Background: an optimization exercise with open tools, aiming at small area, a short achievable clock period and few clock cycles. Do not read the settings as production practice. Where RTL was checked, it was by simulation tests only, not by an equivalence proof against the original. Power and IR drop assume default switching activity.

## north
==> flow/design.v (excerpt) <==
module lay_dpu (
    input  wire        clk,
    input  wire        rst,           
    input  wire        cmd_valid,
    output wire        cmd_ready,
    input  wire [5:0]  cmd_op,
    input  wire [1:0]  cmd_acc,       
    input  wire [1:0]  cmd_lanes,     
    input  wire [1:0]  cmd_part,      
    input  wire [2:0]  cmd_t,         
    input  wire        cmd_sat,
    input  wire        cmd_rnd,       
    input  wire        cmd_int,       
    input  wire        cmd_trk,       
    input  wire [23:0] cmd_a,
    input  wire [23:0] cmd_b,
    input  wire [23:0] cmd_c,
    input  wire [23:0] cmd_d,
    input  wire [23:0] cmd_e,
    output reg         rsp_valid,
    output reg  [23:0] rsp_data,
    output reg         rsp_annul,
    output reg  [5:0]  rsp_flags,
    output reg  [4:0]  rsp_bx
);
For scale: ~8,400 cells after synthesis, about 690 flip-flops, roughly 180 I/O pins, roughly 60,000 um^2 of cells after synthesis.
Settings: LEC_CHECK=0, ABC_AREA=1, CAP_MARGIN=20, CORE_MARGIN=2, CORE_UTILIZATION=30, CTS_CLUSTER_DIAMETER=100, CTS_CLUSTER_SIZE=20, PLACE_DENSITY=0.5, SLEW_MARGIN=20; clock period 20.0 ns.
standard.sh (not shown) runs the stock make flow with config.mk's settings and CLKGATE_MAP_FILE= SYNTH_SCRIPT=/design/flow/synth_recipe.tcl, a recipe that flattens the netlist after the stock synthesis.
==> flow/flow/run.sh <==
#!/bin/bash
# Layout flow: the standard flow (standard.sh), with ORFS's timing
# repair asked to leave a setup margin (so that it sizes and buffers the
# paths that set the achieved period) and the ports buffered with buf_4.
export SETUP_SLACK_MARGIN=14.9
export BUFFER_PORTS_ARGS="-buffer_cell sky130_fd_sc_hd__buf_4"
bash standard.sh > standard.log 2>&1
Testbench counts of north, summed over its fixed seeds: cycles 11,472.
Relative to north, the following input files were edited for south:
Settings: swapping 20 for 22 in CTS_CLUSTER_SIZE; swapping 100 for 120 in CTS_CLUSTER_DIAMETER.
[summary]
In summary, south completed successfully, with a layout that passed the timing, DRC and antenna checks. Comparing south and north, the lower setup slack is on north. north -> south: total vias in the final route flat. Comparing north with south, the final routed wire length divided by cell count came out essentially unchanged. Relative to north, the number of clock buffer instances in the layout of south is lower by 8.9%. Relative to north, the final cell area reported for south is lower. When south is measured against north, its time the final worst path needs with I/O delays and setup turns out 9.4 ps lower. Diff north -> south: clock network fraction of total power decreased by 0.2 points relative to the old numbers; non-clock buffer count saw a decrease. Status: routed wire length parity (south, north). Fmax of south is on par with north.
For east, these inputs were changed with respect to south:
Settings: changing CORE_UTILIZATION from 30 to 28.
==> flow/flow/run.sh <==
#!/bin/bash
# Layout flow: the standard flow (standard.sh), with ORFS's timing
# repair asked to leave a setup margin (so that it sizes and buffers the
# paths that set the achieved period) and the ports buffered with buf_4.
export SETUP_SLACK_MARGIN=14.95
export BUFFER_PORTS_ARGS="-buffer_cell sky130_fd_sc_hd__buf_4"
bash standard.sh > standard.log 2>&1
## What came out
Any difference in highest clock rate between east and south is small enough to ignore.
Total met2 wirelength after detailed routing, south and east: larger value in south
east: final area is about 1.1% higher than what south reported.
east has tap cell count above what south had.
east ends up with higher standard-cell row count than south does.
east -> south: post-route clock period utilization flat
Going from south to east, number of buffers on the longest clock path roughly the same; met1 track demand over resource in global routing decreased by 3.5 points relative to the old numbers; final cell count has increased; final estimated routing congestion in global placement higher.
> inputs changed (east -> west)
Settings: PLACE_DENSITY now 0.6, was 0.5; CORE_UTILIZATION now 30, was 28.
==> flow/flow/run.sh <==
#!/bin/bash
# Layout flow: the standard flow (standard.sh), with ORFS's timing
# repair asked to leave a setup margin (so that it sizes and buffers the
# paths that set the achieved period) and the ports buffered with buf_4.
export SETUP_SLACK_MARGIN=14.9
export BUFFER_PORTS_ARGS="-buffer_cell sky130_fd_sc_hd__buf_4"
bash standard.sh > standard.log 2>&1
## What came out
The final layout from west, which completed every stage, passed the timing, DRC and antenna checks at the end of the flow. Changes observed in west relative to east: transition time at the pin with the least slew margin -140 ps; power per standard cell area shows a reduction of 1.6 nW/um^2; combinational share of power decreased 0.4 points; first-iteration DRC count went up by 606. The multi-input combinational area share on east is in line with that on west. Between west and east, the difference in clock group share of total power is negligible. The lower met2 layer usage reported by global route of west and east is in east. On worst slack on hold paths, east tracks west almost exactly. Die area, west and east, lower one = west. A capturing element of the worst setup path of rsp_bx[3] is what east shows, while rsp_bx[0] belongs to west. Diff east -> west: detailed-route via count went up by 284, minimum clock period after layout moved up.

== amber ==
lay_dpu, a different RTL version from the one above (not shown whole).
Size: about 6800 cells after synthesis, about 690 flip-flops, ~0.060 mm² of cells after synthesis.
==> flow/design.v (excerpt) <==
module lay_dpu (
    input  wire        clk,
    input  wire        rst,           
    input  wire        cmd_valid,
    output wire        cmd_ready,
    input  wire [5:0]  cmd_op,
    input  wire [1:0]  cmd_acc,       
    input  wire [1:0]  cmd_lanes,     
    input  wire [1:0]  cmd_part,      
    input  wire [2:0]  cmd_t,         
    input  wire        cmd_sat,
    input  wire        cmd_rnd,       
    input  wire        cmd_int,       
    input  wire        cmd_trk,       
    input  wire [23:0] cmd_a,
    input  wire [23:0] cmd_b,
    input  wire [23:0] cmd_c,
    input  wire [23:0] cmd_d,
    input  wire [23:0] cmd_e,
    output reg         rsp_valid,
    output reg  [23:0] rsp_data,
    output reg         rsp_annul,
    output reg  [5:0]  rsp_flags,
    output reg  [4:0]  rsp_bx
);
Settings: LEC_CHECK=0, CAP_MARGIN=20, CORE_MARGIN=2, CORE_UTILIZATION=30, PLACE_DENSITY=0.5, SLEW_MARGIN=20; clock period 20.0 ns.
==> flow/flow/run.sh <==
#!/bin/bash
# Layout flow: the standard flow (standard.sh), with ORFS's timing
# repair asked to leave a setup margin (so that it sizes and buffers the
# paths that set the achieved period) and the ports buffered with buf_4.
export SETUP_SLACK_MARGIN=15.0
export BUFFER_PORTS_ARGS="-buffer_cell sky130_fd_sc_hd__buf_4"
bash standard.sh > standard.log 2>&1
amber had finished all stages when the layout checks came back failing, citing capacitance limit.
Testbench counts of amber, summed over its fixed seeds: cycles 11,502.
Modified inputs, sierra compared to amber
Settings: putting ABC_AREA at 1 where nothing was set.
--- a/flow/flow/run.sh
+++ b/flow/flow/run.sh
@@ -5 +5 @@
-export SETUP_SLACK_MARGIN=15.0
+export SETUP_SLACK_MARGIN=14.8
Notes after the runs:
sierra reached the end of the flow, and the finished layout is clean on the timing, DRC and antenna checks. Going from amber to sierra, routing usage on met1 shrinks by 0.24 points. A launching instance or port of the critical path of rsp_flags[5] is what sierra shows, while c_tlu belongs to amber. Looking at final standard cell count with taps included and fillers excluded, sierra sits above amber. Final instance area was lower in sierra than in amber. Against amber as the reference, sierra delivers a lower average instance area after synthesis. Post-synth design cell area sits lower in sierra than in amber. amber → sierra: initial cell density of the core ~0 delta; count of buffering cells on the critical path with inverters included shrank by 6; buffer count excluding the clock tree in the final layout fell 30%.
The following lists how tundra was set up differently from sierra:
Settings: CTS_CLUSTER_SIZE now 26, previously not set; CTS_CLUSTER_DIAMETER now 100, previously not set.
==> results.txt <==
- Compared with sierra, in tundra final wirelength -about 0.55%, transition time at the pin with the least slew margin shows an increase of 160 ps, number of buffers inserted by port buffering stayed essentially flat, layout clock buffer count went down 68, total power after layout down 6.2%.
- Any difference in total sequential power between sierra and tundra is small enough to ignore.
- Between sierra and tundra, the flow reports wire length of the first global-routing pass decreasing slightly.
- On cell area, sierra loses to tundra.
What xenon does differently from tundra at the input level:
Settings: changing CTS_CLUSTER_SIZE from 26 to 22; changing CTS_CLUSTER_DIAMETER from 100 to 120.
## What came out
- Diff tundra and xenon: area fraction of clock buffers and clock inverters higher in tundra
- The combinational power of tundra and that of xenon are within noise of each other.
- Measured against each other, tundra and xenon differ in logic gate share of total power, the lower figure coming from tundra.
- Re area growth from synthesis to layout: tundra and xenon aren't equal, and the lower value belongs to xenon.
## Diff of input files: quartz against xenon
Settings: clearing CTS_CLUSTER_DIAMETER, which used to be 120; clearing ABC_AREA, which used to be 1; clearing CTS_CLUSTER_SIZE, which used to be 22.
Results
In quartz, non-clock buffer count is higher than in xenon. Lower clock-buffer cell count among xenon and quartz: xenon. met3 capacity usage during global routing ended up 1.3 points higher on quartz than on xenon. Of quartz and xenon, it is quartz that has the higher synthesis-to-finish area growth. Comparing xenon and quartz, final wirelength is lower on quartz.
Here is what was changed in the inputs of cedar compared with quartz.
--- a/flow/flow/run.sh
+++ b/flow/flow/run.sh
@@ -5 +5 @@
-export SETUP_SLACK_MARGIN=14.8
+export SETUP_SLACK_MARGIN=14.5
### Flow results
Arrival time at the worst endpoint | cedar above quartz
Sequential share of layout area: cedar vs quartz up 0.42 points
According to the power report, total power for cedar is lower than for quartz.
The clock skew of cedar and that of quartz are within noise of each other.
Compared with quartz, cedar shows met1 usage lower by 0.36 points.
In the final reports, the cell area of cedar is smaller than that of quartz.

run F:
lay_dpu, a different RTL version from the one above (not shown whole).
For scale: about 690 flip-flops, about 180 I/O pins.
Settings: LEC_CHECK=0, ABC_AREA=1, CAP_MARGIN=20, CORE_MARGIN=2, CORE_UTILIZATION=30, PLACE_DENSITY=0.5, SLEW_MARGIN=20; clock period 20.0 ns.
==> flow/flow/run.sh <==
#!/bin/bash
# Layout flow: the standard flow (standard.sh), with ORFS's timing
# repair asked to leave a setup margin (so that it sizes and buffers the
# paths that set the achieved period) and the ports buffered with buf_2.
export SETUP_SLACK_MARGIN=14.8
export BUFFER_PORTS_ARGS="-buffer_cell sky130_fd_sc_hd__buf_2"
bash standard.sh > standard.log 2>&1
Run F: flow completed, timing, DRC and antenna clean
The inputs of run C differ from those of run F as listed below.
--- a/flow/flow/run.sh
+++ b/flow/flow/run.sh
@@ -4 +4 @@
-# paths that set the achieved period) and the ports buffered with buf_2.
+# paths that set the achieved period) and the ports buffered with buf_4.
@@ -6 +6 @@
-export BUFFER_PORTS_ARGS="-buffer_cell sky130_fd_sc_hd__buf_2"
+export BUFFER_PORTS_ARGS="-buffer_cell sky130_fd_sc_hd__buf_4"
## What came out
- On final area: between run C and run F, it ends up lower for run F.
- Register share of the cell area ended up 0.65 points lower on run C than on run F.
- Relative to run F, global-route usage has gone up in run C.
- Amount of wire on met2 after detailed routing in run C is 0.73% above run F.
No run of this note included a check of the RTL's function; only the layout flow was run.

separate check: timing with driven ports:
How much do the figures lean on ideal ports? The routed layouts below were timed once more, with nothing changed but the port constraints.
Step 1, drivers: a clkbuf_16 drives clk and a buf_2 each remaining input, both assumed.
Step 2 times the ports against the registers' clock, not the clock port: input delays grow and output delays shrink by t, the midpoint of the rising clock arrivals with the driver on.
Slacks: no drivers / after step 1 / after step 2; pairs: no drivers / after step 1.
run | t (ns) | setup slack, ns | worst setup path after step 2 | latest minus earliest clock arrival (ns) | slew at the worst register clock pin (ns)
north | 0.752 | 14.764 / 14.684 / 14.526 | input to register | 0.061 / 0.061 | 0.10 / 0.10
south | 0.750 | 14.773 / 14.691 / 14.545 | input to register | 0.071 / 0.071 | 0.12 / 0.12
east | 0.758 | 14.771 / 14.683 / 14.625 | input to register | 0.045 / 0.045 | 0.11 / 0.11
west | 0.754 | 14.757 / 14.672 / 14.524 | input to register | 0.065 / 0.065 | 0.10 / 0.10
amber | 0.816 | 14.608 / 14.608 / 14.608 | register to register | 0.052 / 0.052 | 0.07 / 0.07
sierra | 0.797 | 14.743 / 14.666 / 14.809 | input to register | 0.052 / 0.053 | 0.08 / 0.08
tundra | 0.738 | 14.760 / 14.681 / 14.825 | register to register | 0.069 / 0.069 | 0.12 / 0.12
xenon | 0.730 | 14.786 / 14.708 / 14.814 | register to register | 0.049 / 0.049 | 0.11 / 0.11
quartz | 0.802 | 14.710 / 14.664 / 14.701 | input to register | 0.049 / 0.049 | 0.09 / 0.09
cedar | 0.790 | 14.419 / 14.419 / 14.419 | register to register | 0.051 / 0.050 | 0.09 / 0.09
run F | 0.808 | 14.545 / 14.545 / 14.545 | register to register | 0.070 / 0.070 | 0.08 / 0.08
run C | 0.786 | 14.089 / 14.089 / 14.089 | register to register | 0.072 / 0.071 | 0.07 / 0.07
For north, which loses most, drivers alone change the setup slack by -0.080 ns; drivers and shift together by -0.238 ns.
